Background: an optimization exercise with open tools, aiming at small area, a short achievable clock period and few clock cycles. Do not read the settings as production practice. No run shown here included a check of the RTL's function; only the layout flow was run. No activity file was given, so power comes from the tool's default toggle rates.

File: config.mk
export PLATFORM = sky130hd
export DESIGN_NAME = canopy_fec_tx
export DESIGN_NICKNAME = canopy_fec_tx
export VERILOG_FILES = /design/flow/design.v
export SDC_FILE = /design/flow/constraint.sdc
export NUM_CORES = 4
export LEC_CHECK = 0
export ABC_CLOCK_PERIOD_IN_PS = 4000
export CAP_MARGIN = 20
export CORE_MARGIN = 2
export CORE_UTILIZATION = 40
export SLEW_MARGIN = 20
File: constraint.sdc
create_clock -name core_clock -period 13.0 [get_ports {clk}]
set_input_delay 2.6000 -clock core_clock [delete_from_list [all_inputs] [get_ports {clk}]]
set_output_delay 2.6000 -clock core_clock [all_outputs]
set_load 0.01 [all_outputs]
File: design.v
module canopy_fec_tx (
    input  wire        clk,
    input  wire        rst,         
    input  wire        start,
    input  wire [30:0] seed,
    input  wire        in_valid,
    output wire        in_ready,
    input  wire [9:0]  in_sym,
    output reg         out_valid,
    input  wire        out_ready,
    output reg  [13:0] out_trits,
    output reg         out_first    
);
    function [159:0] rs_prod(input [9:0] f);
        reg [75:0] x;
        begin
            x[0] = f[0];
            x[1] = f[1];
            x[2] = f[2];
            x[3] = f[3];
            x[4] = f[4];
            x[5] = f[5];
            x[6] = f[6];
            x[7] = f[7];
            x[8] = f[8];
            x[9] = f[9];
            x[10] = x[3] ^ x[7];
            x[11] = x[5] ^ x[9];
            x[12] = x[2] ^ x[6];
            x[13] = x[4] ^ x[8];
            x[14] = x[0] ^ x[1];
            x[15] = x[9] ^ x[10];
            x[16] = x[1] ^ x[11];
            x[17] = x[8] ^ x[12];
            x[18] = x[13] ^ x[14];
            x[19] = x[0] ^ x[13];
            x[20] = x[4] ^ x[12];
            x[21] = x[3] ^ x[5];
            x[22] = x[4] ^ x[6];
            x[23] = x[3] ^ x[11];
            x[24] = x[5] ^ x[7];
            x[25] = x[5] ^ x[10];
            x[26] = x[2] ^ x[4];
            x[27] = x[7] ^ x[14];
            x[28] = x[10] ^ x[11];
            x[29] = x[2] ^ x[13];
            x[30] = x[12] ^ x[13];
            x[31] = x[6] ^ x[18];
            x[32] = x[6] ^ x[8];
            x[33] = x[0] ^ x[20];
            x[34] = x[11] ^ x[27];
            x[35] = x[2] ^ x[8];
            x[36] = x[1] ^ x[17];
            x[37] = x[1] ^ x[20];
            x[38] = x[2] ^ x[19];
            x[39] = x[7] ^ x[16];
            x[40] = x[10] ^ x[16];
            x[41] = x[3] ^ x[9];
            x[42] = x[7] ^ x[9];
            x[43] = x[0] ^ x[12];
            x[44] = x[0] ^ x[22];
            x[45] = x[12] ^ x[15];
            x[46] = x[0] ^ x[6];
            x[47] = x[10] ^ x[14];
            x[48] = x[14] ^ x[21];
            x[49] = x[1] ^ x[15];
            x[50] = x[1] ^ x[25];
            x[51] = x[3] ^ x[16];
            x[52] = x[14] ^ x[23];
            x[53] = x[0] ^ x[2];
            x[54] = x[0] ^ x[21];
            x[55] = x[0] ^ x[35];
            x[56] = x[1] ^ x[21];
            x[57] = x[1] ^ x[22];
            x[58] = x[1] ^ x[24];
            x[59] = x[11] ^ x[12];
            x[60] = x[0] ^ x[17];
            x[61] = x[1] ^ x[29];
            x[62] = x[3] ^ x[18];
            x[63] = x[6] ^ x[19];
            x[64] = x[14] ^ x[15];
            x[65] = x[15] ^ x[44];
            x[66] = x[16] ^ x[17];
            x[67] = x[17] ^ x[21];
            x[68] = x[18] ^ x[24];
            x[69] = x[32] ^ x[54];
            x[70] = x[3] ^ x[31];
            x[71] = x[10] ^ x[36];
            x[72] = x[11] ^ x[33];
            x[73] = x[13] ^ x[51];
            x[74] = x[15] ^ x[38];
            x[75] = x[26] ^ x[39];
            rs_prod[0] = x[30] ^ x[39];
            rs_prod[1] = x[17] ^ x[28];
            rs_prod[2] = x[6] ^ x[13] ^ x[15];
            rs_prod[3] = x[12] ^ x[14];
            rs_prod[4] = x[2] ^ x[47];
            rs_prod[5] = x[2] ^ x[62];
            rs_prod[6] = x[26] ^ x[52];
            rs_prod[7] = x[21] ^ x[37];
            rs_prod[8] = x[25] ^ x[33];
            rs_prod[9] = x[25] ^ x[31];
            rs_prod[10] = x[41] ^ x[61];
            rs_prod[11] = x[26] ^ x[23];
            rs_prod[12] = x[21] ^ x[22];
            rs_prod[13] = x[17] ^ x[40];
            rs_prod[14] = x[15] ^ x[30];
            rs_prod[15] = x[13] ^ x[28];
            rs_prod[16] = x[11] ^ x[63];
            rs_prod[17] = x[6] ^ x[34];
            rs_prod[18] = x[17] ^ x[27];
            rs_prod[19] = x[35] ^ x[64];
            rs_prod[20] = x[13] ^ x[40];
            rs_prod[21] = x[19] ^ x[59];
            rs_prod[22] = x[6] ^ x[40];
            rs_prod[23] = x[12] ^ x[52];
            rs_prod[24] = x[10] ^ x[37];
            rs_prod[25] = x[25] ^ x[38];
            rs_prod[26] = x[23] ^ x[31];
            rs_prod[27] = x[20] ^ x[34];
            rs_prod[28] = x[25] ^ x[36];
            rs_prod[29] = x[19] ^ x[45];
            rs_prod[30] = x[74];
            rs_prod[31] = x[73];
            rs_prod[32] = x[72];
            rs_prod[33] = x[18] ^ x[59];
            rs_prod[34] = x[12] ^ x[40];
            rs_prod[35] = x[10] ^ x[30];
            rs_prod[36] = x[19] ^ x[28];
            rs_prod[37] = x[11] ^ x[31];
            rs_prod[38] = x[12] ^ x[34];
            rs_prod[39] = x[71];
            rs_prod[40] = x[9] ^ x[31];
            rs_prod[41] = x[2] ^ x[34];
            rs_prod[42] = x[3] ^ x[36];
            rs_prod[43] = x[71];
            rs_prod[44] = x[74];
            rs_prod[45] = x[73];
            rs_prod[46] = x[72];
            rs_prod[47] = x[6] ^ x[50];
            rs_prod[48] = x[7] ^ x[30];
            rs_prod[49] = x[0] ^ x[8] ^ x[28];
            rs_prod[50] = x[22] ^ x[15];
            rs_prod[51] = x[24] ^ x[19];
            rs_prod[52] = x[32] ^ x[16];
            rs_prod[53] = x[0] ^ x[3] ^ x[26];
            rs_prod[54] = x[4] ^ x[48];
            rs_prod[55] = x[5] ^ x[37];
            rs_prod[56] = x[43] ^ x[25];
            rs_prod[57] = x[10] ^ x[31];
            rs_prod[58] = x[29] ^ x[39];
            rs_prod[59] = x[17] ^ x[23];
            rs_prod[60] = x[68];
            rs_prod[61] = x[66];
            rs_prod[62] = x[45];
            rs_prod[63] = x[48];
            rs_prod[64] = x[37];
            rs_prod[65] = x[53] ^ x[25];
            rs_prod[66] = x[70];
            rs_prod[67] = x[75];
            rs_prod[68] = x[67];
            rs_prod[69] = x[65];
            rs_prod[70] = x[10] ^ x[13];
            rs_prod[71] = x[11] ^ x[13];
            rs_prod[72] = x[11] ^ x[46];
            rs_prod[73] = x[70];
            rs_prod[74] = x[75];
            rs_prod[75] = x[67];
            rs_prod[76] = x[65];
            rs_prod[77] = x[68];
            rs_prod[78] = x[66];
            rs_prod[79] = x[45];
            rs_prod[80] = x[42] ^ x[46];
            rs_prod[81] = x[8] ^ x[27];
            rs_prod[82] = x[1] ^ x[9] ^ x[35];
            rs_prod[83] = x[10] ^ x[43];
            rs_prod[84] = x[10] ^ x[18];
            rs_prod[85] = x[16] ^ x[29];
            rs_prod[86] = x[12] ^ x[23];
            rs_prod[87] = x[22] ^ x[10];
            rs_prod[88] = x[24] ^ x[13];
            rs_prod[89] = x[32] ^ x[11];
            rs_prod[90] = x[13] ^ x[50];
            rs_prod[91] = x[11] ^ x[30];
            rs_prod[92] = x[6] ^ x[28];
            rs_prod[93] = x[6] ^ x[48];
            rs_prod[94] = x[7] ^ x[37];
            rs_prod[95] = x[55] ^ x[25];
            rs_prod[96] = x[41] ^ x[31];
            rs_prod[97] = x[26] ^ x[34];
            rs_prod[98] = x[21] ^ x[36];
            rs_prod[99] = x[15] ^ x[33];
            rs_prod[100] = x[14] ^ x[26] ^ x[28];
            rs_prod[101] = x[56] ^ x[30];
            rs_prod[102] = x[28] ^ x[33];
            rs_prod[103] = x[9] ^ x[60];
            rs_prod[104] = x[49];
            rs_prod[105] = x[38];
            rs_prod[106] = x[52];
            rs_prod[107] = x[14] ^ x[20];
            rs_prod[108] = x[2] ^ x[14] ^ x[25];
            rs_prod[109] = x[12] ^ x[62];
            rs_prod[110] = x[8] ^ x[49];
            rs_prod[111] = x[9] ^ x[38];
            rs_prod[112] = x[51];
            rs_prod[113] = x[18] ^ x[45];
            rs_prod[114] = x[29] ^ x[40];
            rs_prod[115] = x[23] ^ x[30];
            rs_prod[116] = x[22] ^ x[28];
            rs_prod[117] = x[24] ^ x[63];
            rs_prod[118] = x[32] ^ x[39];
            rs_prod[119] = x[42] ^ x[60];
            rs_prod[120] = x[3] ^ x[57];
            rs_prod[121] = x[24] ^ x[26];
            rs_prod[122] = x[69];
            rs_prod[123] = x[15];
            rs_prod[124] = x[19];
            rs_prod[125] = x[16];
            rs_prod[126] = x[43];
            rs_prod[127] = x[47];
            rs_prod[128] = x[61];
            rs_prod[129] = x[53] ^ x[23];
            rs_prod[130] = x[4] ^ x[50];
            rs_prod[131] = x[5] ^ x[30];
            rs_prod[132] = x[46] ^ x[28];
            rs_prod[133] = x[69];
            rs_prod[134] = x[42] ^ x[57];
            rs_prod[135] = x[24] ^ x[55];
            rs_prod[136] = x[32] ^ x[41] ^ x[14];
            rs_prod[137] = x[9] ^ x[26] ^ x[27];
            rs_prod[138] = x[35] ^ x[56];
            rs_prod[139] = x[41] ^ x[33];
            rs_prod[140] = x[16];
            rs_prod[141] = x[43];
            rs_prod[142] = x[47];
            rs_prod[143] = x[11] ^ x[29];
            rs_prod[144] = x[6] ^ x[23];
            rs_prod[145] = x[7] ^ x[44];
            rs_prod[146] = x[8] ^ x[58];
            rs_prod[147] = x[9] ^ x[17];
            rs_prod[148] = x[15];
            rs_prod[149] = x[19];
            rs_prod[150] = x[32] ^ x[58];
            rs_prod[151] = x[42] ^ x[17];
            rs_prod[152] = x[8] ^ x[15];
            rs_prod[153] = x[22] ^ x[34];
            rs_prod[154] = x[14] ^ x[24] ^ x[17];
            rs_prod[155] = x[17] ^ x[64];
            rs_prod[156] = x[29] ^ x[49];
            rs_prod[157] = x[23] ^ x[29];
            rs_prod[158] = x[22] ^ x[23];
            rs_prod[159] = x[24] ^ x[44];
        end
    endfunction
    function [13:0] b3_hi(input [4:0] x);
        begin
            b3_hi[0] = (x == 5'd1) |
                (x == 5'd4) |
                (x == 5'd7) |
                (x == 5'd10) |
                (x == 5'd13) |
                (x == 5'd16) |
                (x == 5'd19) |
                (x == 5'd22) |
                (x == 5'd25) |
                (x == 5'd28) |
                (x == 5'd31);
            b3_hi[1] = (x == 5'd2) |
                (x == 5'd5) |
                (x == 5'd8) |
                (x == 5'd11) |
                (x == 5'd14) |
                (x == 5'd17) |
                (x == 5'd20) |
                (x == 5'd23) |
                (x == 5'd26) |
                (x == 5'd29);
            b3_hi[2] = (x == 5'd3) |
                (x == 5'd4) |
                (x == 5'd5) |
                (x == 5'd12) |
                (x == 5'd13) |
                (x == 5'd14) |
                (x == 5'd21) |
                (x == 5'd22) |
                (x == 5'd23) |
                (x == 5'd30) |
                (x == 5'd31);
            b3_hi[3] = (x == 5'd6) |
                (x == 5'd7) |
                (x == 5'd8) |
                (x == 5'd15) |
                (x == 5'd16) |
                (x == 5'd17) |
                (x == 5'd24) |
                (x == 5'd25) |
                (x == 5'd26);
            b3_hi[4] = (x == 5'd1) |
                (x == 5'd4) |
                (x == 5'd7) |
                (x == 5'd9) |
                (x == 5'd12) |
                (x == 5'd15) |
                (x == 5'd20) |
                (x == 5'd23) |
                (x == 5'd26) |
                (x == 5'd28) |
                (x == 5'd31);
            b3_hi[5] = (x == 5'd2) |
                (x == 5'd5) |
                (x == 5'd8) |
                (x == 5'd10) |
                (x == 5'd13) |
                (x == 5'd16) |
                (x == 5'd18) |
                (x == 5'd21) |
                (x == 5'd24) |
                (x == 5'd29);
            b3_hi[6] = (x == 5'd2) |
                (x == 5'd3) |
                (x == 5'd7) |
                (x == 5'd12) |
                (x == 5'd16) |
                (x == 5'd17) |
                (x == 5'd21) |
                (x == 5'd22) |
                (x == 5'd26) |
                (x == 5'd27) |
                (x == 5'd31);
            b3_hi[7] = (x == 5'd1) |
                (x == 5'd5) |
                (x == 5'd6) |
                (x == 5'd10) |
                (x == 5'd11) |
                (x == 5'd15) |
                (x == 5'd20) |
                (x == 5'd24) |
                (x == 5'd25) |
                (x == 5'd29) |
                (x == 5'd30);
            b3_hi[8] = (x == 5'd2) |
                (x == 5'd6) |
                (x == 5'd9) |
                (x == 5'd10) |
                (x == 5'd13) |
                (x == 5'd17) |
                (x == 5'd21) |
                (x == 5'd25) |
                (x == 5'd28) |
                (x == 5'd29);
            b3_hi[9] = (x == 5'd3) |
                (x == 5'd7) |
                (x == 5'd11) |
                (x == 5'd14) |
                (x == 5'd15) |
                (x == 5'd18) |
                (x == 5'd22) |
                (x == 5'd26) |
                (x == 5'd30);
            b3_hi[10] = (x == 5'd4) |
                (x == 5'd5) |
                (x == 5'd6) |
                (x == 5'd7) |
                (x == 5'd16) |
                (x == 5'd17) |
                (x == 5'd18) |
                (x == 5'd27) |
                (x == 5'd28) |
                (x == 5'd29) |
                (x == 5'd30);
            b3_hi[11] = (x == 5'd8) |
                (x == 5'd9) |
                (x == 5'd10) |
                (x == 5'd11) |
                (x == 5'd19) |
                (x == 5'd20) |
                (x == 5'd21) |
                (x == 5'd22) |
                (x == 5'd31);
            b3_hi[12] = (x == 5'd12) |
                (x == 5'd13) |
                (x == 5'd14) |
                (x == 5'd15) |
                (x == 5'd16) |
                (x == 5'd17) |
                (x == 5'd18) |
                (x == 5'd19) |
                (x == 5'd20) |
                (x == 5'd21) |
                (x == 5'd22);
            b3_hi[13] = (x == 5'd23) |
                (x == 5'd24) |
                (x == 5'd25) |
                (x == 5'd26) |
                (x == 5'd27) |
                (x == 5'd28) |
                (x == 5'd29) |
                (x == 5'd30) |
                (x == 5'd31);
        end
    endfunction
    function [7:0] b3_lo(input [5:0] x);
        begin
            b3_lo[0] = (x == 6'd1) |
                (x == 6'd4) |
                (x == 6'd7) |
                (x == 6'd10) |
                (x == 6'd13) |
                (x == 6'd16) |
                (x == 6'd19) |
                (x == 6'd22) |
                (x == 6'd25) |
                (x == 6'd28) |
                (x == 6'd31) |
                (x == 6'd34) |
                (x == 6'd37) |
                (x == 6'd40) |
                (x == 6'd43) |
                (x == 6'd46) |
                (x == 6'd49) |
                (x == 6'd52) |
                (x == 6'd55) |
                (x == 6'd58) |
                (x == 6'd61);
            b3_lo[1] = (x == 6'd2) |
                (x == 6'd5) |
                (x == 6'd8) |
                (x == 6'd11) |
                (x == 6'd14) |
                (x == 6'd17) |
                (x == 6'd20) |
                (x == 6'd23) |
                (x == 6'd26) |
                (x == 6'd29) |
                (x == 6'd32) |
                (x == 6'd35) |
                (x == 6'd38) |
                (x == 6'd41) |
                (x == 6'd44) |
                (x == 6'd47) |
                (x == 6'd50) |
                (x == 6'd53) |
                (x == 6'd56) |
                (x == 6'd59) |
                (x == 6'd62);
            b3_lo[2] = (x == 6'd3) |
                (x == 6'd4) |
                (x == 6'd5) |
                (x == 6'd12) |
                (x == 6'd13) |
                (x == 6'd14) |
                (x == 6'd21) |
                (x == 6'd22) |
                (x == 6'd23) |
                (x == 6'd30) |
                (x == 6'd31) |
                (x == 6'd32) |
                (x == 6'd39) |
                (x == 6'd40) |
                (x == 6'd41) |
                (x == 6'd48) |
                (x == 6'd49) |
                (x == 6'd50) |
                (x == 6'd57) |
                (x == 6'd58) |
                (x == 6'd59);
            b3_lo[3] = (x == 6'd6) |
                (x == 6'd7) |
                (x == 6'd8) |
                (x == 6'd15) |
                (x == 6'd16) |
                (x == 6'd17) |
                (x == 6'd24) |
                (x == 6'd25) |
                (x == 6'd26) |
                (x == 6'd33) |
                (x == 6'd34) |
                (x == 6'd35) |
                (x == 6'd42) |
                (x == 6'd43) |
                (x == 6'd44) |
                (x == 6'd51) |
                (x == 6'd52) |
                (x == 6'd53) |
                (x == 6'd60) |
                (x == 6'd61) |
                (x == 6'd62);
            b3_lo[4] = (x == 6'd9) |
                (x == 6'd10) |
                (x == 6'd11) |
                (x == 6'd12) |
                (x == 6'd13) |
                (x == 6'd14) |
                (x == 6'd15) |
                (x == 6'd16) |
                (x == 6'd17) |
                (x == 6'd36) |
                (x == 6'd37) |
                (x == 6'd38) |
                (x == 6'd39) |
                (x == 6'd40) |
                (x == 6'd41) |
                (x == 6'd42) |
                (x == 6'd43) |
                (x == 6'd44) |
                (x == 6'd63);
            b3_lo[5] = (x == 6'd18) |
                (x == 6'd19) |
                (x == 6'd20) |
                (x == 6'd21) |
                (x == 6'd22) |
                (x == 6'd23) |
                (x == 6'd24) |
                (x == 6'd25) |
                (x == 6'd26) |
                (x == 6'd45) |
                (x == 6'd46) |
                (x == 6'd47) |
                (x == 6'd48) |
                (x == 6'd49) |
                (x == 6'd50) |
                (x == 6'd51) |
                (x == 6'd52) |
                (x == 6'd53);
            b3_lo[6] = (x == 6'd27) |
                (x == 6'd28) |
                (x == 6'd29) |
                (x == 6'd30) |
                (x == 6'd31) |
                (x == 6'd32) |
                (x == 6'd33) |
                (x == 6'd34) |
                (x == 6'd35) |
                (x == 6'd36) |
                (x == 6'd37) |
                (x == 6'd38) |
                (x == 6'd39) |
                (x == 6'd40) |
                (x == 6'd41) |
                (x == 6'd42) |
                (x == 6'd43) |
                (x == 6'd44) |
                (x == 6'd45) |
                (x == 6'd46) |
                (x == 6'd47) |
                (x == 6'd48) |
                (x == 6'd49) |
                (x == 6'd50) |
                (x == 6'd51) |
                (x == 6'd52) |
                (x == 6'd53);
            b3_lo[7] = (x == 6'd54) |
                (x == 6'd55) |
                (x == 6'd56) |
                (x == 6'd57) |
                (x == 6'd58) |
                (x == 6'd59) |
                (x == 6'd60) |
                (x == 6'd61) |
                (x == 6'd62) |
                (x == 6'd63);
        end
    endfunction
    reg        in_ready_r;
    reg  [9:0] sym_q;           
    reg        v_q;
    reg  [9:0] ccnt;            
    reg        flush;           
    reg        sof;             
    reg  [3:0] cwi;             
    reg        fpend;           
    reg  [9:0] par [0:15];
    reg [30:0] scr;
    reg [19:0] gw;              
    reg  [4:0] cnt;
    reg [10:0] e_q;             
    reg        e_v, e_first;
    assign in_ready = in_ready_r;
    wire clr       = rst | start;
    wire acc       = in_valid & in_ready_r & ~clr;
    wire room      = (cnt <= 5'd10);
    wire hold      = v_q & ~room;
    wire push_d    = v_q & room;
    wire par_phase = (ccnt[9:4] == 6'b100001) & ~v_q;
    wire push_p    = par_phase & (flush | room);
    wire push_w    = push_d | (push_p & ~flush);
    wire wrap      = push_p & (ccnt[3:0] == 4'hf);
    wire [9:0]   fb     = v_q ? (sym_q ^ par[15]) : 10'd0;
    wire [9:0]   cw_sym = v_q ? sym_q : par[15];
    wire [159:0] prod   = rs_prod(fb);
    reg  [9:0] key;
    integer b;
    always @(*)
        for (b = 0; b < 10; b = b + 1)
            key[9-b] = scr[30-b] ^ scr[27-b];
    wire [9:0] s = cw_sym ^ key;
    wire [29:0] z = {gw, s};
    wire [10:0] grp = z[cnt + 5'd9 -: 11];
    wire        have = push_w ? (cnt != 5'd0) : (cnt >= 5'd11);
    wire adv_out = ~out_valid | out_ready;
    wire adv_e   = ~e_v | adv_out;
    wire pop     = adv_e & have;
    wire [4:0] cnt_pw   = cnt + (push_w ? 5'd10 : 5'd0);
    wire [4:0] cnt_next = pop ? cnt_pw - 5'd11 : cnt_pw;
    wire [9:0] ccnt_b     = wrap ? 10'd0 : ccnt + {9'd0, push_p};
    wire       lt0        = (ccnt_b < 10'd528);
    wire       lt1        = (ccnt_b < 10'd527);
    wire       last0      = (ccnt_b == 10'd543);
    wire       flush_next = flush & ~wrap;
    wire       room_np    = (cnt_pw <= 5'd10);
    wire       room_p     = (cnt_pw <= 5'd21);
    wire       r00 = (lt0 & (~hold | room_np)) | (last0 & (flush_next | room_np));
    wire       r01 = (lt0 & (~hold | room_p))  | (last0 & (flush_next | room_p));
    wire       r10 = lt1 & room_np;
    wire       r11 = lt1 & room_p;
    wire       ready_next = pop ? (acc ? r11 : r01) : (acc ? r10 : r00);
    always @(posedge clk) begin
        if (!hold)
            sym_q <= in_sym;
        if (push_d | push_p) begin
            par[0] <= prod[9:0];
            for (b = 1; b < 16; b = b + 1)
                par[b] <= par[b-1] ^ prod[10*b +: 10];
        end
        if (push_w)
            gw <= {gw[9:0], s};
        if (start)
            scr <= seed;
        else if (push_w)
            scr <= {scr[20:0], key};
    end
    always @(posedge clk) begin
        if (clr) begin
            in_ready_r <= 1'b0;
            v_q        <= 1'b0;
            ccnt       <= 10'd528;
            flush      <= 1'b1;
            sof        <= 1'b1;
            cwi        <= 4'd0;
            fpend      <= 1'b0;
            cnt        <= 5'd0;
        end else begin
            in_ready_r <= ready_next;
            v_q        <= acc | hold;
            ccnt       <= ccnt_b + {9'd0, acc};
            flush      <= flush_next;
            if (push_d)
                sof <= 1'b0;
            else if (wrap)
                sof <= 1'b1;
            if (wrap & ~flush)
                cwi <= (cwi == 4'd10) ? 4'd0 : cwi + 4'd1;
            if (push_d & sof & (cwi == 4'd0))
                fpend <= 1'b1;
            else if (pop)
                fpend <= 1'b0;
            cnt        <= cnt_next;
        end
    end
    reg  [13:0] ta;
    reg  [7:0]  tb;
    reg  [7:0]  c;
    reg  [2:0]  sd, sm;
    reg  [13:0] trits;
    integer t;
    always @(*) begin
        ta   = b3_hi(e_q[10:6]);
        tb   = b3_lo(e_q[5:0]);
        c[0] = 1'b0;
        for (t = 0; t < 7; t = t + 1) begin
            sd     = {1'b0, ta[2*t +: 2]} + ((t < 4) ? {1'b0, tb[2*t +: 2]} : 3'd0);
            c[t+1] = (sd >= 3'd3) | ((sd == 3'd2) & c[t]);
            sm     = sd + {2'b0, c[t]};
            trits[2*t +: 2] = (sm >= 3'd3) ? sm[1:0] - 2'd3 : sm[1:0];
        end
    end
    always @(posedge clk) begin
        if (clr) begin
            e_v       <= 1'b0;
            out_valid <= 1'b0;
        end else begin
            if (adv_e) begin
                e_v     <= have;
                e_q     <= grp;
                e_first <= fpend;
            end
            if (adv_out) begin
                out_valid <= e_v;
                out_trits <= trits;
                out_first <= e_first;
            end
        end
    end
endmodule
File: run.sh
#!/bin/bash
# synth_recipe.tcl (not shown) runs the flow's synth.tcl, then flattens the netlist and writes it again
# the make line also repeats each setting of config.mk as NAME=value (left out here)
make -C /OpenROAD-flow-scripts/flow DESIGN_CONFIG=/design/flow/config.mk WORK_HOME=/design/flow/orfs CLKGATE_MAP_FILE= SYNTH_SCRIPT=/design/flow/synth_recipe.tcl finish
==> results.sh, run 1 <==
export IMPL_slew_viol_final=0
export IMPL_path_clk_slew_ps=50
export IMPL_period_minus_slack_ps=5480
export IMPL_crit_slowest_cell="edfxtp_1"
export IMPL_layout_common_cells="248 x edfxtp_1, 200 x xnor2_1, 185 x xor2_1"
export IMPL_tightest_slew_ps=983
export IMPL_syn_nets=1554
export IMPL_instances_no_fill=2069
export IMPL_dpl_hpwl_microns=27700
export IMPL_drc=0
export IMPL_p_leak_nw=7.26
export IMPL_io_buffers=62
export IMPL_yosys_top_cells_area="edfxtp_1 44%, xnor2_1 10%, xor2_1 9.5%, mux2_2 3.2%, dfxtp_1 3.1%"
export IMPL_yosys_warnings=2
export IMPL_synth_edff_count=248
export IMPL_setup_viol=0
export IMPL_totalNegativeSetupSlack_ps=0
export IMPL_clock_path_buffers=3
export IMPL_syn_to_final_growth_pct=12.5
export IMPL_place_ws_ps=7590
export IMPL_r2r_start="e_q[7]"
export IMPL_vias_per_cell=5.27
export IMPL_antenna_found_initial=0
export IMPL_peakVddDrop_v=0.0000729
export IMPL_final_common_cell="edfxtp_1"
export IMPL_nNetsFinal=1592
export IMPL_drt_initial_drc_count=927
export IMPL_drive_above_1_share=0.112
export IMPL_syn_area_sq_um=17000
export IMPL_worst_setup_path_end_kind="register"
export IMPL_max_cap_violations=0
export IMPL_grt_pass1_wl_microns=62700
export IMPL_dieWidth_microns=210
export IMPL_switching_share=0.245
export IMPL_ys_seq_area_frac=0.468
export IMPL_path_cells="nand2b_1 -> nand2_1 -> or3b_2 -> o2111ai_1 -> o21a_1 -> ha_1 -> inv_1 -> fa_1 -> inv_1 -> ha_1 -> nand2b_1 -> o21ai_0 -> nor3b_1 -> o21ai_0 -> o21ai_0 -> a31oi_1 -> o21a_1 -> ha_1 -> fa_1 -> mux2_2"
export IMPL_worstSetupStartpointType="register"
export IMPL_wl_per_cell_microns=19.2
export IMPL_comb_power_share=0.115
export IMPL_status="timing/DRC/antenna clean"
export IMPL_skew_ps=21.6
export IMPL_fmax_mhz=182
export IMPL_finalWirelength_microns=39800
export IMPL_num_io_pins=63
export IMPL_min_path_type="register to register"
export IMPL_hold_violations=0
export IMPL_post_cts_buffers=0
export IMPL_grt_overflow=0
export IMPL_clk_insertion_delay_late_ps=560
export IMPL_cts_hold_buffers_added=0
export IMPL_p_int_mw=1.63
export IMPL_finalCritPeriodShare=0.422
export IMPL_vias=10896
export IMPL_dieArea_sq_um=44200
export IMPL_max_stage_delay_ps=640
export IMPL_startpoint="e_q[7]"
export IMPL_core_area_sq_um=41900
export IMPL_cts_tree="done"
export IMPL_postRouteAntennaNets=0
export IMPL_antenna_cells=0
export IMPL_switchingPower_mw=0.527
export IMPL_dr_pass1_iters=5
export IMPL_ys_flop_type="edfxtp_1"
export IMPL_gp_congestion=0.894
export IMPL_htreeDepth=2
export IMPL_required_ps=13290
export IMPL_cts_repair_resized=0
export IMPL_ys_types=81
export IMPL_synth_seq_cells=274
export IMPL_track_usage=0.183
export IMPL_rows=75
export IMPL_yosys_area_top_type_share=0.438
export IMPL_cts_buffers=34
export IMPL_start_util=0.406
export IMPL_rsz0062_at_grt="false"
export IMPL_hp_start="fpend"
export IMPL_p_per_area_nw_per_um2=113
export IMPL_cp_max_fo=15
export IMPL_cts_root_buf="clkbuf_16"
export IMPL_criticalPathCategory="register to register"
export IMPL_setup_ws_ps=7520
export IMPL_place_inst=2009
export IMPL_grt_max_degree=68
export IMPL_postSynthAreaPerCell_sq_um=11.6
export IMPL_totalPowerFinal_mw=2.15
export IMPL_worstPathArrival_ps=5780
export IMPL_pwr_share_seq=0.467
export IMPL_yosys_area_top_type="edfxtp_1"
export IMPL_p_clk_frac=0.418
export IMPL_clock_sinks=274
export IMPL_max_slew_margin_rel=0.343
export IMPL_synthCells=1468
export IMPL_dieHeight_microns=210
export IMPL_grt_pass1_vias=10956
export IMPL_ys_async_sr_fraction=0
-- stage by stage --
stage | hold WS (ps) | util | instance area, sq um
2_1_floorplan | 400 | - | 17000
3_3_place_gp | 410 | 0.431 | 18100
3_5_place_dp | 422 | 0.431 | 18100
4_1_cts | 434 | 0.456 | 19100
5_1_grt | 452 | 0.456 | 19100
6_report | 435 | 0.456 | 19100
-- Yosys cell counts (7+ instances only) --
master    number
edfxtp_1     248
xnor2_1      200
xor2_1       185
nand2_1      103
nor2_1        82
o21ai_0       60
a21oi_1       53
mux2_2        48
mux2i_1       42
clkbuf_1      40
ha_1          33
inv_1         27
dfxtp_1       26
nand2b_1      26
buf_2         23
nand3_1       20
nor2b_1       17
nor3_1        16
xor2_2        14
a31oi_1       13
mux4_2        11
and2_1         9
and3_1         9
o211ai_1       8
xnor2_2        8
fa_1           7
nand4_1        7
or2_2          7
-- critical path: cells and delay by family (launching register included) --
family          cells  cell delay [ps]
fa+ha+maj           5             1630
simple gates        5             1370
compound gates      7             1220
flops               1              640
mux                 1              290
buf+inv             2              100
-- final cells by class --
type	count	area [sq um]
clock buffers	45	902
multi-input cells	1092	8630
clock inverters	15	143
fillers	3818	22800
inverters	29	109
well taps	539	674
repair buffers	75	713
flip-flops and latches	274	7970
-- worst paths after layout --
path	end	slack, ps	depth (start not counted)
worst max-delay path	out_trits[13]	7520	20
worst min-delay path	e_first	430	0
worst max register to register	out_trits[13]	7520	20
worst min register to register	e_first	430	0
-- cell families after synthesis --
group | count (synthesis) | share of synthesized area
compound gates | 208 | 0.0785
simple gates | 327 | 0.0928
mux | 101 | 0.0710
buf+inv | 102 | 0.0255
flops | 274 | 0.468
xor+xnor | 414 | 0.230
fa+ha+maj | 42 | 0.0337
-- sequential cells by signal, summed over array words and instances (netlist names) --
signal      cells
par           160
scr            31
gw             20
out_trits      14
e_q            11
ccnt           10
sym_q          10
cnt             5
cwi             4
e_first         1
e_v             1
flush           1
fpend           1
in_ready_r      1
out_first       1
out_valid       1
sof             1
v_q             1
-- power groups by stage --
stage | registers (mW) | clock network, mW | logic (mW)
floorplan | 1.02 | 0 | 0.170
global placement | 1.02 | 0 | 0.243
detailed placement | 1.02 | 0 | 0.246
CTS | 1.01 | 0.923 | 0.250
global route | 1.01 | 0.958 | 0.280
finish | 1.01 | 0.901 | 0.247
-- per-layer routing --
layer	GRT usage	vias to the layer above	routed length [microns]	part of all wire
met1	0.241	5333	17800	0.45
met4	0.0631	0	1000	0.025
met3	0.0292	67	1670	0.042
met5	0	-	0	0
li1	-	5255	-	-
met2	0.308	241	19300	0.49
==> inputs of run 2 (changes only) <==
--- a/config.mk
+++ b/config.mk
@@ -7,3 +7,3 @@
 export LEC_CHECK = 0
-export ABC_CLOCK_PERIOD_IN_PS = 4000
+export ABC_AREA = 1
 export CAP_MARGIN = 20
==> run 2 against run 1 <==
Final cell count rose by 27%. Clock skew fell by 1.9 ps. Total power fell by 0.62%. Critical path type unchanged.
==> results.sh, run 2 <==
export IMPL_drt_initial_drc_count=1123
export IMPL_required_ps=13340
export IMPL_largest_reg_flops=160
export IMPL_io_buffers=62
export IMPL_p_int_mw=1.61
export IMPL_dr_pass1_iters=5
export IMPL_grt_pass1_vias=13345
export IMPL_rows=77
export IMPL_finalWirelength_microns=47600
export IMPL_dieHeight_microns=215
export IMPL_drive_above_1_share=0.0700
export IMPL_ys_flop_type="edfxtp_1"
export IMPL_syn_area_sq_um=17800
export IMPL_grt_overflow=0
export IMPL_max_cap_violations=0
export IMPL_finalCritPeriodShare=0.467
export IMPL_p_clk_frac=0.422
export IMPL_totalNegativeSetupSlack_ps=0
export IMPL_num_io_pins=63
export IMPL_synth_seq_cells=274
export IMPL_worstSetupStartpointType="register"
export IMPL_wl_per_cell_microns=18.0
export IMPL_max_slew_margin_rel=0.270
export IMPL_max_stage_delay_ps=960
export IMPL_reg_top3="par (160), scr (31), gw (20)"
export IMPL_place_inst=2578
export IMPL_criticalPathCategory="register to register"
export IMPL_yosys_top_cells_area="edfxtp_1 42%, xor2_1 11%, nand2_1 10%, nand3_1 6.1%, xnor2_1 4.5%"
export IMPL_yosys_area_top_type_share=0.417
export IMPL_vias_per_cell=5.14
export IMPL_cts_tree="done"
export IMPL_switching_share=0.248
export IMPL_ys_top_cells_by_count="486 x nand2_1, 248 x edfxtp_1, 226 x xor2_1"
export IMPL_worst_setup_path_end_kind="register"
export IMPL_clk_insertion_delay_late_ps=600
export IMPL_worstPathArrival_ps=6420
export IMPL_layout_common_cells="484 x nand2_1, 248 x edfxtp_1, 226 x xor2_1"
export IMPL_postRouteAntennaNets=0
export IMPL_setup_viol=0
export IMPL_ys_async_sr_fraction=0
export IMPL_min_path_type="register to register"
export IMPL_cts_root_buf="clkbuf_16"
export IMPL_fmax_mhz=165
export IMPL_p_leak_nw=9.41
export IMPL_p_per_area_nw_per_um2=107
export IMPL_hold_violations=0
export IMPL_htreeDepth=1
export IMPL_path_clk_slew_ps=70
export IMPL_final_common_cell="nand2_1"
export IMPL_cts_buffers=31
export IMPL_track_usage=0.204
export IMPL_comb_power_share=0.110
export IMPL_yosys_area_top_type="edfxtp_1"
export IMPL_yosys_warnings=2
export IMPL_ys_types=57
export IMPL_dieArea_sq_um=46300
export IMPL_switchingPower_mw=0.531
export IMPL_clock_path_buffers=3
export IMPL_crit_slowest_cell="clkinv_1"
export IMPL_synth_edff_count=248
export IMPL_rsz0062_at_grt="false"
export IMPL_status="timing/DRC/antenna clean"
export IMPL_start_util=0.404
export IMPL_pwr_share_seq=0.467
export IMPL_cp_max_fo=36
export IMPL_antenna_found_initial=0
export IMPL_place_ws_ps=6620
export IMPL_path_cells="inv_1 -> ha_2 -> clkinv_1 -> ha_1 -> buf_4 -> clkinv_1 -> nor2_1 -> inv_1 -> o211ai_1 -> nand2_1"
export IMPL_tightest_slew_ps=1090
export IMPL_gp_congestion=0.892
export IMPL_grt_pass1_wl_microns=74800
export IMPL_drc=0
export IMPL_syn_to_final_growth_pct=12.5
export IMPL_synthCells=1966
export IMPL_cts_hold_buffers_added=0
export IMPL_postSynthAreaPerCell_sq_um=9.07
export IMPL_period_minus_slack_ps=6070
export IMPL_skew_ps=19.7
export IMPL_totalPowerFinal_mw=2.14
export IMPL_cts_repair_resized=0
export IMPL_nNetsFinal=2105
export IMPL_vias=13557
export IMPL_clock_sinks=274
export IMPL_ys_seq_area_frac=0.447
export IMPL_grt_max_degree=66
export IMPL_antenna_cells=0
export IMPL_post_cts_buffers=0
export IMPL_setup_ws_ps=6930
export IMPL_regMostFlops="par"
export IMPL_peakVddDrop_v=0.000106
export IMPL_dpl_hpwl_microns=34400
export IMPL_yosysMostFrequentCell="nand2_1"
export IMPL_dieWidth_microns=215
export IMPL_core_area_sq_um=44100
export IMPL_instances_no_fill=2636
export IMPL_syn_nets=2052
export IMPL_slew_viol_final=0
==> run 2: cell count changes after synthesis, moves of 19 or more <==
cell	change
inv_1	+160
mux2_2	-42
mux2i_1	-42
nand2_1	+383
nand2b_1	-26
nand3_1	+196
nor2_1	+22
nor3_1	+19
xnor2_1	-108
xor2_1	+41
==> run 2: cells by family (layout without fill, tap and decap cells) <==
| group | after synthesis | count (layout) | share of synthesized area |
|---|---|---|---|
| fa+ha+maj | 40 | 40 | 0.0310 |
| compound gates | 131 | 131 | 0.0435 |
| simple gates | 906 | 906 | 0.223 |
| mux | 6 | 6 | 0.00379 |
| xor+xnor | 350 | 350 | 0.192 |
| flops | 274 | 274 | 0.447 |
| buf+inv | 259 | 337 | 0.0597 |
==> run 2: final cells by class <==
cell class,count,area (sq um)
Clock buffer,33,783
Timing Repair Buffer,78,741
Tap cell,592,741
Sequential cell,274,7970
Fill cell,4238,24100
Clock inverter,25,253
Inverter,201,757
Multi-Input combinational cell,1433,8830
==> run 2: final timing paths <==
| check | startpoint | cells after the start | endpoint | slack (ps) |
|---|---|---|---|---|
| setup / recovery | cnt[0] | 10 | e_q[9] | 6930 |
| hold / removal | fpend | 0 | e_first | 430 |
| setup reg to reg | cnt[0] | 10 | e_q[9] | 6930 |
| hold reg to reg | fpend | 0 | e_first | 430 |
==> run 2: power groups by stage <==
stage / clock (mW) / sequential (mW) / combinational, mW
finish: 0.904 / 1.00 / 0.236
global route: 0.955 / 1.00 / 0.267
CTS: 0.928 / 1.00 / 0.238
floorplan: 0 / 1.02 / 0.147
global placement: 0 / 1.02 / 0.233
detailed placement: 0 / 1.02 / 0.236
==> run 2: per-stage QoR <==
| step | hold WS, ps | instance area, sq um | utilization |
|---|---|---|---|
| after floorplan | 400 | 17800 | - |
| after detailed placement | 424 | 19000 | 0.431 |
| final | 433 | 20100 | 0.455 |
| after global routing | 459 | 20100 | 0.455 |
| after CTS | 439 | 20100 | 0.455 |
| after global placement | 419 | 19000 | 0.431 |
==> run 2: worst max-delay path: cells and delay by family (launching register included) <==
family | cells | cell delay, ps
buffers and inverters | 5 | 2920
adders and majority gates | 2 | 1420
and+or+nand+nor | 2 | 930
DFF | 1 | 310
AOI/OAI and AO/OA | 1 | 220
==> run 2: metal layers <==
metal,track usage,wire length [microns]
met2,0.352,22800
met3,0.0214,2100
met4,0.0717,1520
met5,0,0
met1,0.267,21100
==> inputs of run 3 (changes only) <==
==> flow/run.sh (new file) <==
#!/bin/bash
# Own layout flow: the standard synthesis and layout, with the timing
# repair asked to keep a setup margin so that paths end up well below the
# 13 ns clock period the layout is constrained and signed off at.
set -euo pipefail
bash standard.sh synth > synth.log 2>&1
bash standard.sh finish SETUP_SLACK_MARGIN=9.2 > layout.log 2>&1
==> standard.sh (new file) <==
#!/bin/bash
# synth_recipe.tcl (not shown) runs the flow's synth.tcl, then flattens the netlist and writes it again
# the make line also repeats each setting of config.mk as NAME=value (left out here)
make -C /OpenROAD-flow-scripts/flow DESIGN_CONFIG=/design/flow/config.mk WORK_HOME=/design/flow/orfs CLKGATE_MAP_FILE= SYNTH_SCRIPT=/design/flow/synth_recipe.tcl "${@:-finish}"
--- a/config.mk
+++ b/config.mk
@@ -7,3 +7,3 @@
 export LEC_CHECK = 0
-export ABC_AREA = 1
+export ABC_CLOCK_PERIOD_IN_PS = 4000
 export CAP_MARGIN = 20
removed: run.sh
==> run 3 against run 2 <==
Via count fell by 17%. Register-to-register slack improved by 1500 ps. First-iteration DRC count fell by 26%. Maximum frequency rose by 33%. Area after synthesis fell by 4.6%. Global-route usage fell by 1.2 points. Utilization rose by 2.5 points. Critical path type unchanged. Critical endpoint is now out_trits[13].
==> results.sh, run 3 <==
export IMPL_finalWirelength_microns=42100
export IMPL_antenna_found_initial=0
export IMPL_nNetsFinal=1642
export IMPL_peakVddDrop_v=0.0000947
export IMPL_min_path_cells=0
export IMPL_clk_insertion_delay_late_ps=560
export IMPL_instances_no_fill=2120
export IMPL_dieWidth_microns=210
export IMPL_ys_types=81
export IMPL_postSynthAreaPerCell_sq_um=11.6
export IMPL_period_minus_slack_ps=4580
export IMPL_max_slew_margin_rel=0.295
export IMPL_reg_top3="par (160), scr (31), gw (20)"
export IMPL_hold_violations=0
export IMPL_r2r_end="out_trits[13]"
export IMPL_fmax_mhz=218
export IMPL_grt_use_met2=0.318
export IMPL_ys_flop_type="edfxtp_1"
export IMPL_required_ps=13280
export IMPL_p_leak_nw=7.68
export IMPL_setup_viol=0
export IMPL_r2r_slack_ps=8420
export IMPL_skew_ps=36.6
export IMPL_met3_usage=0.0328
export IMPL_largest_reg_flops=160
export IMPL_grt_pass1_vias=11338
export IMPL_startpoint="e_q[2]"
export IMPL_final_common_cell="edfxtp_1"
export IMPL_yosys_area_top_type_share=0.438
export IMPL_p_clk_frac=0.416
export IMPL_switching_share=0.248
export IMPL_num_io_pins=63
export IMPL_dr_pass1_iters=5
export IMPL_worstSetupStartpointType="register"
export IMPL_yosys_warnings=2
export IMPL_yosysMostFrequentCell="edfxtp_1"
export IMPL_ys_top_cells_by_count="248 x edfxtp_1, 200 x xnor2_1, 185 x xor2_1"
export IMPL_use_met1=0.253
export IMPL_path_buf_inv=4
export IMPL_cts_root_buf="clkbuf_16"
export IMPL_criticalPathCategory="register to register"
export IMPL_syn_nets=1554
export IMPL_worstHoldEndpoint="out_first"
export IMPL_utilization=0.480
export IMPL_synth_edff_count=248
export IMPL_slew_viol_final=0
export IMPL_grt_overflow=0
export IMPL_dieArea_sq_um=44200
export IMPL_cp_max_fo=6
export IMPL_ys_seq_area_frac=0.468
export IMPL_max_cap_violations=0
export IMPL_status="timing/DRC/antenna clean"
export IMPL_rows=75
export IMPL_vias=11234
export IMPL_track_usage=0.192
export IMPL_tightest_slew_ps=1060
export IMPL_layout_common_cells="248 x edfxtp_1, 199 x xnor2_1, 183 x xor2_1"
export IMPL_min_path_type="register to register"
export IMPL_postRouteAntennaNets=0
export IMPL_dpl_hpwl_microns=27700
export IMPL_r2r_start="e_q[2]"
export IMPL_cts_tree="done"
export IMPL_place_inst=2008
export IMPL_comb_power_share=0.142
export IMPL_path_clk_slew_ps=50
export IMPL_totalNegativeSetupSlack_ps=0
export IMPL_syn_to_final_growth_pct=18.2
export IMPL_clock_path_buffers=3
export IMPL_core_area_sq_um=41900
export IMPL_drive_above_1_share=0.183
export IMPL_finalCritPeriodShare=0.352
export IMPL_worst_setup_path_end_kind="register"
export IMPL_place_ws_ps=8010
export IMPL_io_buffers=62
export IMPL_drt_initial_drc_count=832
export IMPL_worstPathArrival_ps=4860
export IMPL_dieHeight_microns=210
export IMPL_wl_per_cell_microns=19.9
export IMPL_p_int_mw=1.70
export IMPL_cp_top_family="adder cells"
export IMPL_yosys_area_top_type="edfxtp_1"
export IMPL_ys_async_sr_fraction=0
export IMPL_switchingPower_mw=0.560
export IMPL_pwr_share_seq=0.442
export IMPL_rsz0062_at_grt="true"
export IMPL_syn_area_sq_um=17000
export IMPL_hp_start="e_first"
export IMPL_htreeDepth=2
export IMPL_start_util=0.406
export IMPL_yosys_top_cells_area="edfxtp_1 44%, xnor2_1 10%, xor2_1 9.5%, mux2_2 3.2%, dfxtp_1 3.1%"
export IMPL_crit_slowest_cell="fa_1"
export IMPL_gp_congestion=0.879
export IMPL_vias_per_cell=5.30
export IMPL_synth_seq_cells=274
export IMPL_max_stage_delay_ps=490
export IMPL_clock_sinks=274
export IMPL_p_per_area_nw_per_um2=112
export IMPL_reg2regPathDepth=20
export IMPL_drc=0
export IMPL_grt_busiest_layer="met2"
export IMPL_path_cells="buf_6 -> buf_4 -> nor4_4 -> a41oi_2 -> o2111ai_2 -> ha_2 -> inv_2 -> fa_1 -> inv_1 -> ha_2 -> nand2b_4 -> o21ai_4 -> nor3b_2 -> o21ai_2 -> o21ai_2 -> a31oi_2 -> o21a_1 -> ha_4 -> fa_2 -> mux2_4"
export IMPL_regMostFlops="par"
export IMPL_setup_ws_ps=8420
export IMPL_grt_pass1_wl_microns=65400
export IMPL_cts_buffers=34
export IMPL_antenna_cells=0
export IMPL_synthCells=1468
export IMPL_grt_max_degree=82
run 3: cell types whose count changed after synthesis, moves of 19 or more:
cell / delta
nand2_1: -383
nand3_1: -196
inv_1: -160
xnor2_1: +108
mux2_2: +42
mux2i_1: +42
xor2_1: -41
nand2b_1: +26
nor2_1: -22
nor3_1: -19
run 3: worst max-delay path by stage:
stage / to / cells past startpoint
after floorplan: out_trits[13] / 21
after global placement: out_trits[13] / 20
after detailed placement: out_trits[13] / 20
after CTS: out_trits[13] / 20
after global routing: out_trits[13] / 20
final: out_trits[13] / 20
run 3: cells by family after synthesis:
family | count (synthesis) | synth area share
fa+ha+maj | 42 | 0.0337
simple gates | 327 | 0.0928
mux | 101 | 0.0710
compound gates | 208 | 0.0785
flops | 274 | 0.468
xor+xnor | 414 | 0.230
buf+inv | 102 | 0.0255
run 3: power by group through the flow:
stage               registers (mW)  clock network [mW]  logic (mW)
floorplan                     1.02                   0       0.185
global placement              1.02                   0       0.258
detailed placement            1.03                   0       0.261
CTS                           1.00               0.960       0.301
global route                  1.00               0.996       0.355
finish                        1.00               0.940       0.321
run 3: through the flow:
stage                     power, mW  hold slack (ps)  area (sq um)
after floorplan                1.21              400         17300
after global placement         1.28              407         18300
after detailed placement       1.29              408         18300
after CTS                      2.26              420         19900
after global routing           2.35              423         20100
final                          2.26              419         20100
run 3: per-layer routing:
layer,vias to the layer above,wire length (microns)
met5,-,0
met4,0,1500
met3,88,1990
met2,272,20100
met1,5505,18500
li1,5369,-
run 3: worst reg2reg max path: stages, from the launching register on:
cell and delay [ps]:
edfxtp_1 460, buf_6 170, buf_4 160, nor4_4 280, a41oi_2 80, o2111ai_2 220, ha_2 200, inv_2 30
fa_1 490, inv_1 50, ha_2 160, nand2b_4 150, o21ai_4 120, nor3b_2 190, o21ai_2 80, o21ai_2 170
a31oi_2 120, o21a_1 220, ha_4 280, fa_2 420, mux2_4 260
run 3: final cells by class:
cell class              count  area (sq um)
fillers                  3755         21800
multi-input cells        1094          9080
flip-flops and latches    274          7970
repair buffers            123          1180
clock buffers              39           870
well taps                 539           674
clock inverters            22           228
inverters                  29           120
run 3: what timing repair did:
item                                    4_1_cts  5_1_grt
pin swaps                                    16       14
endpoints found under the setup margin      159       28
cloned                                        4        1
buffers inserted                             34       12
gates resized for setup                      75       34
hold buffers                                  0        0
==> inputs of run 4 (changes only) <==
--- a/design.v
+++ b/design.v
@@ -563,2 +563,45 @@
     endfunction
+    function [3:0] dig_add(input [3:0] x);
+        begin
+            dig_add[0] = (x == 4'd1) |
+                (x == 4'd4) |
+                (x == 4'd10);
+            dig_add[1] = (x == 4'd2) |
+                (x == 4'd5) |
+                (x == 4'd8);
+            dig_add[2] = (x == 4'd6) |
+                (x == 4'd9) |
+                (x == 4'd10);
+            dig_add[3] = (x == 4'd2) |
+                (x == 4'd5) |
+                (x == 4'd8);
+        end
+    endfunction
+    function [13:0] to_trits(input [10:0] v);
+        reg [13:0] a;
+        reg [7:0]  b;
+        reg [13:0] u;
+        reg [6:0]  g, p, c;
+        integer k;
+        begin
+            a = b3_hi(v[10:6]);
+            b = b3_lo(v[5:0]);
+            for (k = 0; k < 4; k = k + 1)
+                {p[k], g[k], u[2*k +: 2]} = dig_add({b[2*k +: 2], a[2*k +: 2]});
+            for (k = 4; k < 7; k = k + 1) begin
+                u[2*k +: 2] = a[2*k +: 2];
+                g[k] = 1'b0;
+                p[k] = a[2*k+1];
+            end
+            c[0] = 1'b0;
+            c[1] = g[0];
+            c[2] = g[1] | (p[1] & g[0]);
+            c[3] = g[2] | (p[2] & g[1]) | (p[2] & p[1] & g[0]);
+            c[4] = g[3] | (p[3] & g[2]) | (p[3] & p[2] & g[1]) | (p[3] & p[2] & p[1] & g[0]);
+            c[5] = p[4] & c[4];
+            c[6] = p[5] & p[4] & c[4];
+            for (k = 0; k < 7; k = k + 1)
+                to_trits[2*k +: 2] = c[k] ? {u[2*k], ~u[2*k+1] & ~u[2*k]} : u[2*k +: 2];
+        end
+    endfunction
     reg        in_ready_r;
@@ -574,3 +617,3 @@
     reg [19:0] gw;              
-    reg  [4:0] cnt;
+    reg  [4:0] d;               
     reg [10:0] e_q;             
@@ -580,3 +623,3 @@
     wire acc       = in_valid & in_ready_r & ~clr;
-    wire room      = (cnt <= 5'd10);
+    wire room      = (d <= 5'd9) | (d == 5'd31);
     wire hold      = v_q & ~room;
@@ -597,4 +640,4 @@
     wire [29:0] z = {gw, s};
-    wire [10:0] grp = z[cnt + 5'd9 -: 11];
-    wire        have = push_w ? (cnt != 5'd0) : (cnt >= 5'd11);
+    wire [10:0] grp = z[d +: 11];
+    wire        have = push_w ? (d != 5'd31) : ((d >= 5'd10) & (d != 5'd31));
     wire adv_out = ~out_valid | out_ready;
@@ -602,5 +645,6 @@
     wire pop     = adv_e & have;
-    wire [4:0] cnt_pw   = cnt + (push_w ? 5'd10 : 5'd0);
-    wire [4:0] cnt_next = pop ? cnt_pw - 5'd11 : cnt_pw;
+    wire [4:0] d_pw   = d + (push_w ? 5'd10 : 5'd0);
+    wire [4:0] d_next = pop ? d_pw - 5'd11 : d_pw;
     wire [9:0] ccnt_b     = wrap ? 10'd0 : ccnt + {9'd0, push_p};
+    wire [9:0] ccnt_b1    = ccnt_b + 10'd1;
     wire       lt0        = (ccnt_b < 10'd528);
@@ -609,4 +653,4 @@
     wire       flush_next = flush & ~wrap;
-    wire       room_np    = (cnt_pw <= 5'd10);
-    wire       room_p     = (cnt_pw <= 5'd21);
+    wire       room_np    = (d_pw <= 5'd9) | (d_pw == 5'd31);
+    wire       room_p     = (d_pw <= 5'd20) | (d_pw == 5'd31);
     wire       r00 = (lt0 & (~hold | room_np)) | (last0 & (flush_next | room_np));
@@ -640,3 +684,3 @@
             fpend      <= 1'b0;
-            cnt        <= 5'd0;
+            d          <= 5'd31;
         end else begin
@@ -644,3 +688,3 @@
             v_q        <= acc | hold;
-            ccnt       <= ccnt_b + {9'd0, acc};
+            ccnt       <= acc ? ccnt_b1 : ccnt_b;
             flush      <= flush_next;
@@ -656,22 +700,6 @@
                 fpend <= 1'b0;
-            cnt        <= cnt_next;
-        end
-    end
-    reg  [13:0] ta;
-    reg  [7:0]  tb;
-    reg  [7:0]  c;
-    reg  [2:0]  sd, sm;
-    reg  [13:0] trits;
-    integer t;
-    always @(*) begin
-        ta   = b3_hi(e_q[10:6]);
-        tb   = b3_lo(e_q[5:0]);
-        c[0] = 1'b0;
-        for (t = 0; t < 7; t = t + 1) begin
-            sd     = {1'b0, ta[2*t +: 2]} + ((t < 4) ? {1'b0, tb[2*t +: 2]} : 3'd0);
-            c[t+1] = (sd >= 3'd3) | ((sd == 3'd2) & c[t]);
-            sm     = sd + {2'b0, c[t]};
-            trits[2*t +: 2] = (sm >= 3'd3) ? sm[1:0] - 2'd3 : sm[1:0];
+            d          <= d_next;
         end
     end
+    wire [13:0] trits = to_trits(e_q);
     always @(posedge clk) begin
==> run.sh (new file) <==
#!/bin/bash
# synth_recipe.tcl (not shown) runs the flow's synth.tcl, then flattens the netlist and writes it again
# the make line also repeats each setting of config.mk as NAME=value (left out here)
make -C /OpenROAD-flow-scripts/flow DESIGN_CONFIG=/design/flow/config.mk WORK_HOME=/design/flow/orfs CLKGATE_MAP_FILE= SYNTH_SCRIPT=/design/flow/synth_recipe.tcl finish
removed: flow/run.sh
removed: standard.sh
==> run 4 against run 3 <==
Still clean on timing, DRC and antenna. Synthesized cell count is 7.4% lower. Setup slack better by 130 ps. Worst hold slack better by 21 ps. Maximum frequency is 2.9% higher.
==> results.sh, run 4 <==
export IMPL_reg_top3="par (160), scr (31), gw (20)"
export IMPL_fillCellCount=3563
export IMPL_nNetsFinal=1453
export IMPL_p_per_area_nw_per_um2=121
export IMPL_cp_max_fo=27
export IMPL_regMostFlops="par"
export IMPL_ys_types=82
export IMPL_yosys_top_cells_area="edfxtp_1 47%, xnor2_1 12%, xor2_1 10%, dfxtp_1 3.3%, mux2i_1 3.1%"
export IMPL_post_cts_buffers=0
export IMPL_num_io_pins=63
export IMPL_path_cells="nor3b_1 -> a211oi_1 -> a2111oi_0 -> nor3_1 -> a21o_1 -> a2bb2oi_4 -> o21ai_4 -> maj3_2 -> o22ai_4 -> o21ai_2 -> a31oi_1 -> o211ai_2"
export IMPL_cts_buffers=31
export IMPL_period_minus_slack_ps=4450
export IMPL_antenna_found_initial=0
export IMPL_finalCritPeriodShare=0.342
export IMPL_slew_viol_final=0
export IMPL_yosys_area_top_type="edfxtp_1"
export IMPL_skew_ps=8.12
export IMPL_drc=0
export IMPL_max_slew_margin_rel=0.370
export IMPL_r2r_end="out_trits[11]"
export IMPL_dr_pass1_iters=4
export IMPL_cts_tree="done"
export IMPL_status="timing/DRC/antenna clean"
export IMPL_criticalPathCategory="register to register"
export IMPL_syn_to_final_growth_pct=13.6
export IMPL_worstSetupStartpointType="register"
export IMPL_ys_flop_type="edfxtp_1"
export IMPL_place_ws_ps=7900
export IMPL_rsz0062_at_grt="false"
export IMPL_cts_hold_buffers_added=0
export IMPL_r2r_start="e_q[2]"
export IMPL_wl_per_cell_microns=18.5
export IMPL_ys_seq_area_frac=0.505
export IMPL_vias_per_cell=5.23
export IMPL_clock_path_buffers=3
export IMPL_min_path_type="register to register"
export IMPL_dieWidth_microns=203
export IMPL_setup_ws_ps=8550
export IMPL_yosysMostFrequentCell="edfxtp_1"
export IMPL_totalNegativeSetupSlack_ps=0
export IMPL_place_inst=1884
export IMPL_hold_violations=0
export IMPL_synth_edff_count=248
export IMPL_tightest_slew_ps=944
export IMPL_crit_slowest_cell="edfxtp_1"
export IMPL_io_buffers=62
export IMPL_ys_async_sr_fraction=0
export IMPL_clk_insertion_delay_late_ps=580
export IMPL_peakVddDrop_v=0.000107
export IMPL_cts_repair_resized=0
export IMPL_synth_seq_cells=274
export IMPL_yosys_warnings=2
export IMPL_layout_common_cells="248 x edfxtp_1, 211 x xnor2_1, 184 x xor2_1"
export IMPL_grt_overflow=0
export IMPL_dieHeight_microns=203
export IMPL_syn_nets=1413
export IMPL_gp_congestion=0.831
export IMPL_min_path_cells=0
export IMPL_vias=10149
export IMPL_p_leak_nw=6.82
export IMPL_dpl_hpwl_microns=24500
export IMPL_synthCells=1359
export IMPL_start_util=0.406
export IMPL_instances_no_fill=1942
export IMPL_rows=72
export IMPL_dieArea_sq_um=41000
export IMPL_worstPathArrival_ps=4750
export IMPL_postSynthAreaPerCell_sq_um=11.6
export IMPL_finalWirelength_microns=36000
export IMPL_track_usage=0.175
export IMPL_ys_top_cells_by_count="248 x edfxtp_1, 211 x xnor2_1, 186 x xor2_1"
export IMPL_yosys_area_top_type_share=0.472
export IMPL_final_common_cell="edfxtp_1"
export IMPL_grt_pass1_vias=9972
export IMPL_fmax_mhz=225
export IMPL_postRouteAntennaNets=0
export IMPL_totalPowerFinal_mw=2.16
export IMPL_required_ps=13300
export IMPL_hold_worst_slack_ps=439
export IMPL_max_stage_delay_ps=880
export IMPL_core_area_sq_um=38800
export IMPL_clock_sinks=274
export IMPL_path_clk_slew_ps=60
export IMPL_grt_max_degree=161
export IMPL_worstHoldEndpoint="out_first"
export IMPL_largest_reg_flops=160
export IMPL_drt_initial_drc_count=655
export IMPL_grt_pass1_wl_microns=56700
export IMPL_worst_setup_path_end_kind="register"
export IMPL_antenna_cells=0
export IMPL_cts_root_buf="clkbuf_16"
export IMPL_reg2regPathDepth=12
export IMPL_drive_above_1_share=0.0829
export IMPL_r2r_slack_ps=8550
export IMPL_max_cap_violations=0
export IMPL_htreeDepth=1
export IMPL_syn_area_sq_um=15800
export IMPL_hp_start="e_first"
export IMPL_startpoint="e_q[2]"
export IMPL_setup_viol=0
[run 4: cell count changes after synthesis, sizes merged, moves of 7 or more]
cell,change
fa,-7
o21ai,-17
mux2,-7
mux2i,+7
ha,-25
or3,+7
inv,-10
nor2,-11
nor3,-7
a211oi,+9
xor2,-17
[run 4: per-layer routing]
metal,vias to the layer above,routed length (microns),global-route usage
met5,-,0,0
met4,0,925,0.0498
met3,60,1340,0.0217
met2,209,17300,0.293
met1,4967,16400,0.239
li1,4913,-,-
[run 4: power breakdown]
part	internal [mW]	switching, mW	leakage [nW]
Clock	0.524	0.359	0.483
Combinational	0.126	0.149	3.30
Sequential	0.977	0.0243	3.03
[run 4: how the worst max path moves through the flow]
stage / to / depth (start not counted) / slack (ps)
3_3_place_gp: e_q[3] / 4 / 8000
2_1_floorplan: par[0][0] / 5 / 4240
6_report: out_trits[11] / 12 / 8550
3_5_place_dp: e_q[5] / 4 / 7900
4_1_cts: e_q[6] / 4 / 8540
5_1_grt: out_trits[11] / 12 / 8170
[run 4: kinds of logic after synthesis]
family | count (synthesis) | synth area share
multiplexers | 97 | 0.0704
XOR/XNOR | 397 | 0.220
flip-flops | 274 | 0.505
buffers and inverters | 88 | 0.0229
adder cells (fa/ha/maj) | 10 | 0.00769
AO/OA/AOI/OAI | 191 | 0.0811
AND/OR/NAND/NOR | 302 | 0.0924
[run 4: cell type report]
cell class / instances / area [sq um] / share of cell area
flip-flops and latches: 274 / 7970 / 0.445
multi-input cells: 997 / 7480 / 0.417
clock buffers: 43 / 831 / 0.0464
repair buffers: 77 / 746 / 0.0416
well taps: 518 / 648 / 0.0362
clock inverters: 15 / 181 / 0.0101
inverters: 18 / 67.6 / 0.00377
[run 4: per-stage QoR]
step	util	area (sq um)
2_1_floorplan	-	15800
3_3_place_gp	0.435	16900
3_5_place_dp	0.435	16900
4_1_cts	0.461	17900
5_1_grt	0.461	17900
6_report	0.461	17900
[run 4: critical path: cells and delay by family, from the launching register on]
family | cells | cell delay [ps]
AO/OA/AOI/OAI | 9 | 2400
flip-flops | 1 | 880
AND/OR/NAND/NOR | 2 | 520
adder cells (fa/ha/maj) | 1 | 340
==> inputs of run 5 (changes only) <==
==> flow/run.sh (new file) <==
#!/bin/bash
# Own layout flow: the standard synthesis and layout, with the timing
# repair asked to keep a setup margin so that paths end up well below the
# 13 ns clock period the layout is constrained and signed off at.
set -euo pipefail
bash standard.sh synth > synth.log 2>&1
bash standard.sh finish SETUP_SLACK_MARGIN=9.4 > layout.log 2>&1
==> standard.sh (new file) <==
#!/bin/bash
# synth_recipe.tcl (not shown) runs the flow's synth.tcl, then flattens the netlist and writes it again
# the make line also repeats each setting of config.mk as NAME=value (left out here)
make -C /OpenROAD-flow-scripts/flow DESIGN_CONFIG=/design/flow/config.mk WORK_HOME=/design/flow/orfs CLKGATE_MAP_FILE= SYNTH_SCRIPT=/design/flow/synth_recipe.tcl "${@:-finish}"
removed: run.sh
==> run 5 against run 4 <==
Combinational power is 19% higher. Sequential power about the same. Utilization up 2.5 points. Final area up 5.5%. Setup slack gained 720 ps. Sequential cell count unchanged. Maximum frequency up 19%. Synthesized cell count unchanged. Critical path depth decreased by 11. Die area is the same.
==> results.sh, run 5 <==
export IMPL_status="timing/DRC/antenna clean"
export IMPL_grt_overflow=0
export IMPL_synthCells=1359
export IMPL_place_inst=1884
export IMPL_totalPowerFinal_mw=2.24
export IMPL_cts_tree="done"
export IMPL_cp_max_fo=1
export IMPL_synth_compound_area_frac=0.0811
export IMPL_synthXorXnorAreaFrac=0.220
export IMPL_period_minus_slack_ps=3720
export IMPL_finalCritPeriodShare=0.287
export IMPL_dieHeight_microns=203
export IMPL_worstSetupStartpointType="register"
export IMPL_muxShareOfSynthArea=0.0704
export IMPL_dieArea_sq_um=41000
export IMPL_wl_per_cell_microns=18.7
export IMPL_peakVddDrop_v=0.0000961
export IMPL_ys_flop_type="edfxtp_1"
export IMPL_ys_seq_area_frac=0.505
export IMPL_clk_insertion_delay_late_ps=590
export IMPL_htreeDepth=1
export IMPL_fmax_mhz=268
export IMPL_yosys_warnings=2
export IMPL_syn_to_final_growth_pct=19.8
export IMPL_cp_top_family="flip-flops"
export IMPL_fillCellCount=3438
export IMPL_ys_async_sr_fraction=0
export IMPL_synth_top_family_by_area="XOR/XNOR gates"
export IMPL_hold_worst_slack_ps=435
export IMPL_ys_top_cells_by_count="248 x edfxtp_1, 211 x xnor2_1, 186 x xor2_1"
export IMPL_min_path_type="register to register"
export IMPL_p_leak_nw=7.35
export IMPL_rsz0062_at_grt="true"
export IMPL_tightest_slew_ps=940
export IMPL_regMostFlops="par"
export IMPL_postSynthAreaPerCell_sq_um=11.6
export IMPL_largest_reg_flops=160
export IMPL_io_buffers=62
export IMPL_dpl_hpwl_microns=24500
export IMPL_drive_above_1_share=0.182
export IMPL_num_io_pins=63
export IMPL_vias=10443
export IMPL_slew_viol_final=0
export IMPL_yosys_top_cells_area="edfxtp_1 47%, xnor2_1 12%, xor2_1 10%, dfxtp_1 3.3%, mux2i_1 3.1%"
export IMPL_drt_initial_drc_count=532
export IMPL_syn_area_sq_um=15800
export IMPL_postRouteAntennaNets=0
export IMPL_drc=0
export IMPL_grt_max_degree=75
export IMPL_grt_pass1_vias=10214
export IMPL_vias_per_cell=5.19
export IMPL_reg_top3="par (160), scr (31), gw (20)"
export IMPL_worst_setup_path_end_kind="primary output"
export IMPL_synth_edff_count=248
export IMPL_crit_slowest_cell="edfxtp_1"
export IMPL_syn_nets=1413
export IMPL_p_per_area_nw_per_um2=118
export IMPL_grt_pass1_wl_microns=58000
export IMPL_cts_root_buf="clkbuf_16"
export IMPL_yosys_area_share_simple=0.0924
export IMPL_synth_adder_area_share=0.00769
export IMPL_synth_seq_cells=274
export IMPL_yosysMostFrequentCell="edfxtp_1"
export IMPL_dieWidth_microns=203
export IMPL_gp_congestion=0.853
export IMPL_nNetsFinal=1527
export IMPL_start_util=0.406
export IMPL_yosys_area_top_type="edfxtp_1"
export IMPL_clock_sinks=274
export IMPL_core_area_sq_um=38800
export IMPL_setup_viol=0
export IMPL_antenna_cells=0
export IMPL_path_buf_inv=1
export IMPL_final_common_cell="edfxtp_1"
export IMPL_yosys_area_top_type_share=0.472
export IMPL_hold_violations=0
export IMPL_layout_common_cells="248 x edfxtp_1, 206 x xnor2_1, 180 x xor2_1"
export IMPL_worstPathArrival_ps=1120
export IMPL_dr_pass1_iters=5
export IMPL_ys_types=82
export IMPL_max_stage_delay_ps=400
export IMPL_rows=72
export IMPL_antenna_found_initial=0
export IMPL_criticalPathCategory="register to primary output"
export IMPL_instances_no_fill=2014
export IMPL_totalNegativeSetupSlack_ps=0
export IMPL_cts_buffers=31
export IMPL_max_slew_margin_rel=0.372
export IMPL_required_ps=10400
export IMPL_max_cap_violations=0
export IMPL_path_clk_slew_ps=70
export IMPL_clock_path_buffers=3
export IMPL_track_usage=0.180
export IMPL_path_cells="buf_2"
export IMPL_utilization=0.487
export IMPL_finalWirelength_microns=37700
export IMPL_skew_ps=29.6
==> run 5: cell counts after synthesis <==
No cell type changed its count.
==> run 5: power breakdown <==
part	total, mW	switching (mW)	internal [mW]
clock	0.909	0.367	0.542
combinational	0.328	0.170	0.159
sequential	0.999	0.0221	0.977
==> run 5: cells by family (layout without fill, tap and decap cells) <==
logic type | Yosys count | in the layout
flops | 274 | 274
xor+xnor | 397 | 397
fa+ha+maj | 10 | 10
buf+inv | 88 | 224
simple gates | 302 | 303
compound gates | 191 | 191
mux | 97 | 97
==> run 5: final timing paths <==
check             slack (ps)  cells after the start          start             to
hold / removal           440                      0        e_first      out_first
setup / recovery        9280                      1  out_trits[11]  out_trits[11]
setup reg to reg        9370                     14         e_q[2]  out_trits[11]
hold reg to reg          440                      0        e_first      out_first
==> run 5: cell type report <==
type,instances,area [sq um],area share
clock inverters,20,248,0.0131
repair buffers,150,1340,0.0710
flip-flops and latches,274,7980,0.422
clock buffers,36,805,0.0426
multi-input cells,998,7810,0.413
inverters,18,67.6,0.00357
well taps,518,648,0.0343
==> run 5: through the flow <==
step           area, sq um  worst slack [ps]
5_1_grt              18900              9120
3_3_place_gp         16900              8190
6_report             18900              9280
2_1_floorplan        15900              9120
3_5_place_dp         16900              8190
4_1_cts              18400              9250
==> run 5: worst reg2reg max path, delay by kind of cell (launching register included) <==
family	cells	cell delay, ps
AOI/OAI and AO/OA	8	1290
adders and majority gates	1	330
buffers and inverters	2	380
DFF	1	490
and+or+nand+nor	3	950
==> run 5: per-layer routing <==
| metal | part of all wire | global-route usage |
|---|---|---|
| met5 | 0 | 0 |
| met4 | 0.022 | 0.0495 |
| met3 | 0.039 | 0.0225 |
| met2 | 0.49 | 0.310 |
| met1 | 0.44 | 0.238 |
==> run 5: timing repair <==
action,4_1_cts,5_1_grt
pin swaps,11,24
hold buffers,0,0
resized for setup,99,53
setup endpoints to repair,165,129
endpoints found under the hold margin,0,0
setup buffers,37,34
gates cloned,1,2

==> port drivers added, routing unchanged <==
No port has a modelled driver above. Below, the same layouts with a new extraction and two added sets of constraints. Step 1: set_driving_cell puts a clkbuf_16 on clk and a buf_2 on each other input, an assumption about the parent block. Step 2 times the ports against the registers' clock, not the clock port: input delays grow and output delays shrink by t, the midpoint of the rising clock arrivals with the driver on. a / b / c = no drivers / after step 1 / after step 2; a / b = the first two.
run	shift t [ns]	setup slack, ns	clock arrival spread, ns
run 1	0.599	7.515 / 7.515 / 7.515	0.023 / 0.022
run 2	0.637	6.926 / 6.926 / 6.926	0.020 / 0.020
run 3	0.597	8.421 / 8.421 / 8.421	0.040 / 0.039
run 4	0.624	8.552 / 8.552 / 8.107	0.009 / 0.008
run 5	0.629	9.275 / 9.226 / 8.902	0.030 / 0.030
After both steps every run listed still meets setup and hold. The setup slack of run 4, which loses most, moves by 0.000 ns with the drivers and by -0.445 ns with both steps.
